What follows belongs to an exercise in optimizing a design on an open flow for small area and few clock cycles per item; a production flow would make more cautious choices. Function was checked by simulation only, so behaviour that the tests miss may differ from the original. Power and IR drop assume default switching activity.

File: design/flow/config.mk
export PLATFORM = sky130hd
export DESIGN_NAME = k64_atomic
export DESIGN_NICKNAME = k64_atomic
export VERILOG_FILES = /design/flow/design.v
export SDC_FILE = /design/flow/constraint.sdc
export NUM_CORES = 4
export LEC_CHECK = 0
export CAP_MARGIN = 20
export CORE_MARGIN = 2
export CORE_UTILIZATION = 30
export PLACE_DENSITY = 0.45
export SETUP_SLACK_MARGIN = 1.0
export SLEW_MARGIN = 20
File: design/flow/constraint.sdc
create_clock -name core_clock -period 30.0 [get_ports {clk}]
set_input_delay 6.0000 -clock core_clock [delete_from_list [all_inputs] [get_ports {clk}]]
set_output_delay 6.0000 -clock core_clock [all_outputs]
set_load 0.01 [all_outputs]
File: design/flow/design.v
module k64_fp_add #(
    parameter EB = 8,    
    parameter MB = 23    
) (
    input  wire [EB+MB:0] a,
    input  wire [EB+MB:0] b,
    output reg  [EB+MB:0] y
);
    localparam W  = MB + 1;           
    localparam EW = EB + 2;           
    wire          sa = a[EB+MB];
    wire          sb = b[EB+MB];
    wire [EB-1:0] ea = a[EB+MB-1:MB];
    wire [EB-1:0] eb = b[EB+MB-1:MB];
    wire [MB-1:0] fa = a[MB-1:0];
    wire [MB-1:0] fb = b[MB-1:0];
    wire a_nan = (&ea) && (fa != 0);
    wire b_nan = (&eb) && (fb != 0);
    wire a_inf = (&ea) && (fa == 0);
    wire b_inf = (&eb) && (fb == 0);
    wire swap = {eb, fb} > {ea, fa};
    wire          sp = swap ? sb : sa;
    wire          sq = swap ? sa : sb;
    wire [EB-1:0] ep = swap ? eb : ea;
    wire [EB-1:0] eq = swap ? ea : eb;
    wire [MB-1:0] fp = swap ? fb : fa;
    wire [MB-1:0] fq = swap ? fa : fb;
    wire [EB-1:0] xp = (ep == 0) ? 1 : ep;
    wire [EB-1:0] xq = (eq == 0) ? 1 : eq;
    wire [W-1:0]  mp = {ep != 0, fp};
    wire [W-1:0]  mq = {eq != 0, fq};
    wire [EB-1:0] d = xp - xq;
    wire [EB-1:0] dc = (d > W + 3) ? W + 3 : d;
    wire [2*W+2:0] qwide = {mq, {(W+3){1'b0}}} >> dc;
    wire [W+2:0]  pext = {mp, 3'b000};
    wire [W+2:0]  qext = {qwide[2*W+2:W+1], |qwide[W:0]};
    wire          sub = sp ^ sq;
    wire [W+3:0]  sum = sub ? {1'b0, pext} - {1'b0, qext} : {1'b0, pext} + {1'b0, qext};
    reg  [EW-1:0] lz;
    integer i;
    always @(*) begin
        lz = W + 3;
        for (i = 0; i <= W + 2; i = i + 1)
            if (sum[i]) lz = W + 2 - i;
    end
    reg  [W+2:0]  norm;
    reg  [EW-1:0] en;
    reg  [EW-1:0] sh;
    always @(*) begin
        if (sum[W+3]) begin
            sh   = 0;
            norm = {sum[W+3:2], sum[1] | sum[0]};
            en   = {2'b00, xp} + 1;
        end else begin
            sh   = (lz < {2'b00, xp}) ? lz : {2'b00, xp} - 1;
            norm = sum[W+2:0] << sh;
            en   = {2'b00, xp} - sh;
        end
    end
    wire [EW-1:0] efield = norm[W+2] ? en : 0;
    wire          lsb = norm[3];
    wire          g   = norm[2];
    wire          rs  = norm[1] | norm[0];
    wire          up  = g & (rs | lsb);
    wire [EW+MB-1:0] unrounded  = {efield, norm[W+1:3]};
    wire [EW+MB-1:0] rounded = unrounded + up;
    wire          ovf = rounded[EW+MB-1:MB] >= {EB{1'b1}};
    localparam [EB+MB:0] QNAN = {1'b0, {EB{1'b1}}, 1'b1, {(MB-1){1'b0}}};
    always @(*) begin
        if (a_nan || b_nan || (a_inf && b_inf && (sa != sb)))
            y = QNAN;
        else if (a_inf)
            y = a;
        else if (b_inf)
            y = b;
        else if (sum == 0)
            y = {sa & sb, {(EB+MB){1'b0}}};
        else if (ovf)
            y = {sp, {EB{1'b1}}, {MB{1'b0}}};
        else
            y = {sp, rounded[EB+MB-1:0]};
    end
endmodule
module k64_fp_minmax #(
    parameter EB = 8,
    parameter MB = 23
) (
    input  wire [EB+MB:0] a,
    input  wire [EB+MB:0] b,
    input  wire           is_max,
    output wire [EB+MB:0] y
);
    localparam [EB+MB:0] QNAN = {1'b0, {EB{1'b1}}, 1'b1, {(MB-1){1'b0}}};
    wire a_nan = (&a[EB+MB-1:MB]) && (a[MB-1:0] != 0);
    wire b_nan = (&b[EB+MB-1:MB]) && (b[MB-1:0] != 0);
    wire sa = a[EB+MB];
    wire sb = b[EB+MB];
    wire [EB+MB-1:0] ma = a[EB+MB-1:0];
    wire [EB+MB-1:0] mb = b[EB+MB-1:0];
    wire a_lt_b = (sa != sb) ? sa :
                  sa         ? (ma > mb) : (ma < mb);
    wire a_gt_b = (a != b) && !a_lt_b;
    wire pick_b = is_max ? a_lt_b : a_gt_b;
    assign y = (a_nan || b_nan) ? QNAN : (pick_b ? b : a);
endmodule
module k64_int_alu #(
    parameter N = 32
) (
    input  wire [7:0]   aop,
    input  wire         signed_cmp,
    input  wire [N-1:0] v,
    input  wire [N-1:0] x,
    input  wire [N-1:0] c,
    output reg  [N-1:0] y
);
    wire v_lt_x = signed_cmp ? ($signed(v) < $signed(x)) : (v < x);
    always @(*) begin
        case (aop)
            8'h00, 8'h10: y = v + x;
            8'h01:        y = v & x;
            8'h02:        y = v | x;
            8'h03:        y = v ^ x;
            8'h04:        y = (v_lt_x || v == x) ? v : x;
            8'h05:        y = v_lt_x ? x : v;
            8'h06:        y = x;
            8'h07:        y = (v == c) ? x : v;
            default:      y = v;
        endcase
    end
endmodule
module k64_atomic (
    input  wire         clk,
    input  wire         rst,
    input  wire         in_valid,
    output wire         in_ready,
    input  wire [7:0]   in_aop,
    input  wire [3:0]   in_atype,
    input  wire [127:0] in_old,
    input  wire [127:0] in_operand,
    input  wire [127:0] in_compare,
    output reg          out_valid,
    input  wire         out_ready,
    output reg  [127:0] out_result,
    output reg          out_bad
);
    localparam A_ADD = 8'h00, A_AND = 8'h01, A_OR = 8'h02, A_XOR = 8'h03,
               A_MIN = 8'h04, A_MAX = 8'h05, A_SWAP = 8'h06, A_CAS = 8'h07,
               A_TALLY = 8'h10;
    localparam T_I32 = 4'h0, T_U32 = 4'h1, T_I64 = 4'h2, T_U64 = 4'h3,
               T_U128 = 4'h4, T_F32 = 4'h5, T_F64 = 4'h6;
    wire op_int  = (in_aop <= A_SWAP);
    wire op_full = (in_aop <= A_CAS);
    wire op_flt  = (in_aop == A_ADD) || (in_aop == A_MIN) ||
                   (in_aop == A_MAX) || (in_aop == A_SWAP);
    reg  valid_pair;
    always @(*) begin
        case (in_atype)
            T_I32, T_U32:  valid_pair = op_int;
            T_I64:         valid_pair = op_full;
            T_U64:         valid_pair = op_full || (in_aop == A_TALLY);
            T_U128:        valid_pair = (in_aop == A_SWAP) || (in_aop == A_CAS);
            T_F32, T_F64:  valid_pair = op_flt;
            default:       valid_pair = 1'b0;
        endcase
    end
    wire [31:0] int32_y;
    wire [63:0] int64_y;
    k64_int_alu #(.N(32)) u_int32 (
        .aop(in_aop), .signed_cmp(in_atype == T_I32),
        .v(in_old[31:0]), .x(in_operand[31:0]), .c(in_compare[31:0]),
        .y(int32_y)
    );
    k64_int_alu #(.N(64)) u_int64 (
        .aop(in_aop), .signed_cmp(in_atype == T_I64),
        .v(in_old[63:0]), .x(in_operand[63:0]), .c(in_compare[63:0]),
        .y(int64_y)
    );
    wire [127:0] u128_y = (in_aop == A_SWAP || in_old == in_compare) ? in_operand : in_old;
    wire [31:0] f32_sum, f32_mm;
    wire [63:0] f64_sum, f64_mm;
    k64_fp_add #(.EB(8), .MB(23)) u_f32_add (
        .a(in_old[31:0]), .b(in_operand[31:0]), .y(f32_sum)
    );
    k64_fp_add #(.EB(11), .MB(52)) u_f64_add (
        .a(in_old[63:0]), .b(in_operand[63:0]), .y(f64_sum)
    );
    k64_fp_minmax #(.EB(8), .MB(23)) u_f32_mm (
        .a(in_old[31:0]), .b(in_operand[31:0]), .is_max(in_aop == A_MAX), .y(f32_mm)
    );
    k64_fp_minmax #(.EB(11), .MB(52)) u_f64_mm (
        .a(in_old[63:0]), .b(in_operand[63:0]), .is_max(in_aop == A_MAX), .y(f64_mm)
    );
    wire [31:0] f32_y = (in_aop == A_SWAP) ? in_operand[31:0] :
                        (in_aop == A_ADD)  ? f32_sum : f32_mm;
    wire [63:0] f64_y = (in_aop == A_SWAP) ? in_operand[63:0] :
                        (in_aop == A_ADD)  ? f64_sum : f64_mm;
    reg [127:0] result;
    always @(*) begin
        result = 128'd0;
        if (valid_pair) begin
            case (in_atype)
                T_I32, T_U32: result[31:0] = int32_y;
                T_I64, T_U64: result[63:0] = int64_y;
                T_U128:       result       = u128_y;
                T_F32:        result[31:0] = f32_y;
                T_F64:        result[63:0] = f64_y;
                default:      result       = 128'd0;
            endcase
        end
    end
    assign in_ready = !out_valid || out_ready;
    always @(posedge clk) begin
        if (rst) begin
            out_valid <= 1'b0;
        end else if (in_ready) begin
            out_valid <= in_valid;
        end
    end
    always @(posedge clk) begin
        if (in_valid && in_ready) begin
            out_result <= result;
            out_bad    <= !valid_pair;
        end
    end
endmodule
File: design/flow/run.sh
#!/bin/bash
# synth_recipe.tcl (not shown) runs the flow's synth.tcl, then flattens the netlist and writes it again
# the make line also repeats each setting of config.mk as NAME=value (left out here)
make -C /OpenROAD-flow-scripts/flow DESIGN_CONFIG=/design/flow/config.mk WORK_HOME=/design/flow/orfs CLKGATE_MAP_FILE= SYNTH_SCRIPT=/design/flow/synth_recipe.tcl finish
==> notes.md <==
Largest family of logic cells by synthesized area - compound AO/OA/AOI/OAI gates
ANT nets after route - 0
Cells after Synth - 8504
Row count - 157
Vias in the first global route - 73100
Layout cells sized above 1 - 15.1%
RSZ-0062 raised after global routing - false
Hold/Removal Path Class - flip-flop to flip-flop
Worst Hold End - out_valid
Finished Cell Area - 71200 um2
Via count - 79800
Area contributors post-synth - ha_1, a21oi_1, edfxtp_1
Worst skew pair latency - 0.46 ns
Clk buf depth - 2
GRT overflow - 0
Clock tree sinks - 130
Final Hold Viols - 0
FF+latch area - 3890 um2
Share of the synthesized area in the top cell type - 9.52%
First-pass GRT wire length - 604000 um
DR DRC count - 0
Horiz. Die Dim - 433 um
Commonest register cell after synthesis - edfxtp_1
Crit path DAT - 28.54 ns
Slew Limit Fails - 0
Worst Reg2Reg Path Length in Cells - 3
Flops & latches, synth - 130
Area leader, netlist - ha_1
Clock tree root buffer cell - clkbuf_16
Largest net degree at the start of global routing - 107
CTS tree - built
Min Tclk post-route - 28.37 ns
Async set-reset flop share out of synthesis - 0%
Post-synthesis compound-gate area fraction - 38.1%
Starting Density - 30.2%
Reg-to-reg critical path startpoint - out_valid
IO Pins - 531
VDD IR max - 51.0 uV
Post-Syn Area - 55200 um2
Tcrit/Tclk final - 94.6%
Post-Syn Area per Cell - 6.49 um2
Netlist cell types - 129
Worst-Margin Slew - 1.37 ns
Post-synth EDFFs - 129
Setup crit start kind - input pin
Avg WL per Cell - 37.3 um
GPL Wtd Cong - 1.11
CP max FO - 28
Hpwl dp - 356000 um
Met3 wire length - 56300 um
1st-pass router iterations - 9
Pwr Density - 51.8 nW/um2
Relative slew slack - 8.26%
Leak - 29.1 nW
Hold path depth - 2
Min Hold Slack - 0.547 ns
Worst-path clk slew - 0.07 ns
Max Cap Violations - 0
Setup violations, final - 0
Critical path class - input pin to flip-flop
Die Area - 187000 um2
Vias per Instance - 6.65
GRT Util Overall - 45.4%
Drt total wl - 448000 um
H-tree levels - 4
DRT met1 WL - 177000 um
Post-synthesis sequential area ratio - 7.05%
CTS Buf Count - 17
Die Y - 433 um
Reg2reg end - out_result[30]
Area delta synth->final - 29.0%
CP Capture Type - flip-flop
Synth warn - 5
Cts hold-fix bufs - 0
Drt first-iter violations - 12000
XOR/XNOR share of the synthesized area - 5.85%
Max stage delay on crit path - 1.06 ns
Port bufs - 530
Synth Area in Adders - 9.84%
Status - complete, no violations
Post-synthesis simple-gate area fraction - 25.6%
WP data required - 30.17 ns
# nets final - 10300
Slowest-stage cell, CP - clkdlybuf4s50_1
Core Area - 183000 um2
Filler cells - 19700
WL met2 - 180000 um
Critical path origin - in_old[48]
Skew final - 0.00796 ns
Pre-CTS setup slack - 0.237 ns
Cell Area, Placed - 70200 um2
Area of the multi-input gates - 47700 um2
Setup WS post-layout - 1.63 ns
R2R Setup Slk - 28.11 ns
Max Clock Freq - 35.3 MHz
DR top layer - met5
Initial antenna violation count - 41
Top cell by count, worst path - buf_4
Post-synthesis mux area share - 5.80%
Hold path start - out_valid
-- worst max path at each step --
stage               slack, ns             end  cells past startpoint
detailed placement       0.24  out_result[19]                     93
floorplan                3.28  out_result[61]                    102
global placement        -0.27  out_result[17]                     97
global route             0.96  out_result[19]                    101
CTS                      1.03  out_result[19]                     95
finish                   1.63  out_result[19]                     98
-- critical path, delay by kind of cell --
kind                     cells  cell delay, ns
AO/OA/AOI/OAI               43           10.15
adder cells (fa/ha/maj)      8            2.56
buffers and inverters       17            3.84
multiplexers                 3            0.75
AND/OR/NAND/NOR             27            5.07
-- area by class of cell --
type	count	area share [%]
multi-input cells	7280	66.9
repair buffers	1671	20.1
flip-flops and latches	130	5.46
well taps	2464	4.33
inverters	415	2.20
clock buffers	17	0.597
clock inverters	15	0.307
diodes	21	0.0738
-- cell usage in the layout, fill, tap and decap left out, types with 143 or more instances in the layout --
cell type	instances
a21oi_1	835
a221oi_1	143
buf_4	1100
clkdlybuf4s50_1	517
ha_1	417
inv_1	390
mux2i_1	241
nand2_1	895
nand3_1	269
nor2_1	806
nor3_1	233
o21ai_0	626
o22ai_1	149
xnor2_1	233
-- cell families (layout without fill, tap and decap cells) --
logic type	Yosys count	after routing
flip-flops	130	130
XOR/XNOR	368	368
adder cells (fa/ha/maj)	431	431
other	1	23
buffers and inverters	1095	2118
AND/OR/NAND/NOR	2986	2986
AO/OA/AOI/OAI	3204	3204
multiplexers	289	289
-- cell usage after synthesis, drive strengths merged (130+ instances only) --
cell / count
a211oi: 133
nor3: 247
inv: 398
mux2i: 241
nor2: 823
clkbuf: 541
xnor2: 238
a221oi: 147
buf: 138
nand2: 906
o22ai: 150
xor2: 130
o21ai: 699
nand3: 272
ha: 420
a21oi: 845
-- through the flow --
step / setup TNS, ns / utilization, % / power, mW / cells
detailed placement: 0 / 38.4 / 3.28 / 11900
floorplan: 0 / - / 1.71 / 8505
CTS: 0 / 38.7 / 3.54 / 12000
global placement: -7.64 / 38.3 / 3.31 / 11900
global route: 0 / 38.9 / 3.79 / 12000
finish: 0 / 39.0 / 3.69 / 12000
-- flip-flops by register name (all words and copies together), names as in the netlist --
name        cells
out_valid       1
out_bad         1
out_result    128
-- where the power goes --
| group | leakage (nW) | switching (mW) | total (mW) | internal [mW] |
|---|---|---|---|---|
| Combinational | 27.5 | 2.07 | 3.23 | 1.16 |
| Clock | 0.309 | 0.0994 | 0.241 | 0.142 |
| Sequential | 1.28 | 0.00768 | 0.216 | 0.209 |
-- repair_timing --
action	4_1_cts	5_1_grt
gates resized for setup	4	41
setup endpoints to repair	52	63
pin swaps	0	6
buffers inserted	0	10
-- metal layers --
layer	vias up	track usage, %
li1	33800	-
met1	38600	58.5
met2	6063	65.2
met3	1276	14.0
met4	18	28.4
met5	-	0
Testbench counts, summed over its fixed seeds: cycles 24,008, items 24,000.

[re-timing with driven ports]
The flow's constraints put no driver on any port. The routed layout listed below was extracted and timed again, unchanged, in two steps.
Step 1 sets driving cells, clkbuf_16 on the clock port and buf_2 on the other inputs (assumed; they add their load-dependent delay and slew).
Step 2 times the ports against the registers' clock, not the clock port: input delays grow and output delays shrink by t, the midpoint of the rising clock arrivals with the driver on.
Three values: ideal, step 1, step 2; two values: the first two.
shift t [ns]: 0.510
setup WS [ns]: 1.634 / 1.632 / 1.121
hold slack, ns: 0.547 / 0.547 / 0.547
worst register clock-pin slew, ns: 0.07 / 0.07
After both steps setup and hold are still met in this run. For this run, drivers alone change the setup slack by -0.002 ns; drivers and shift together by -0.513 ns.
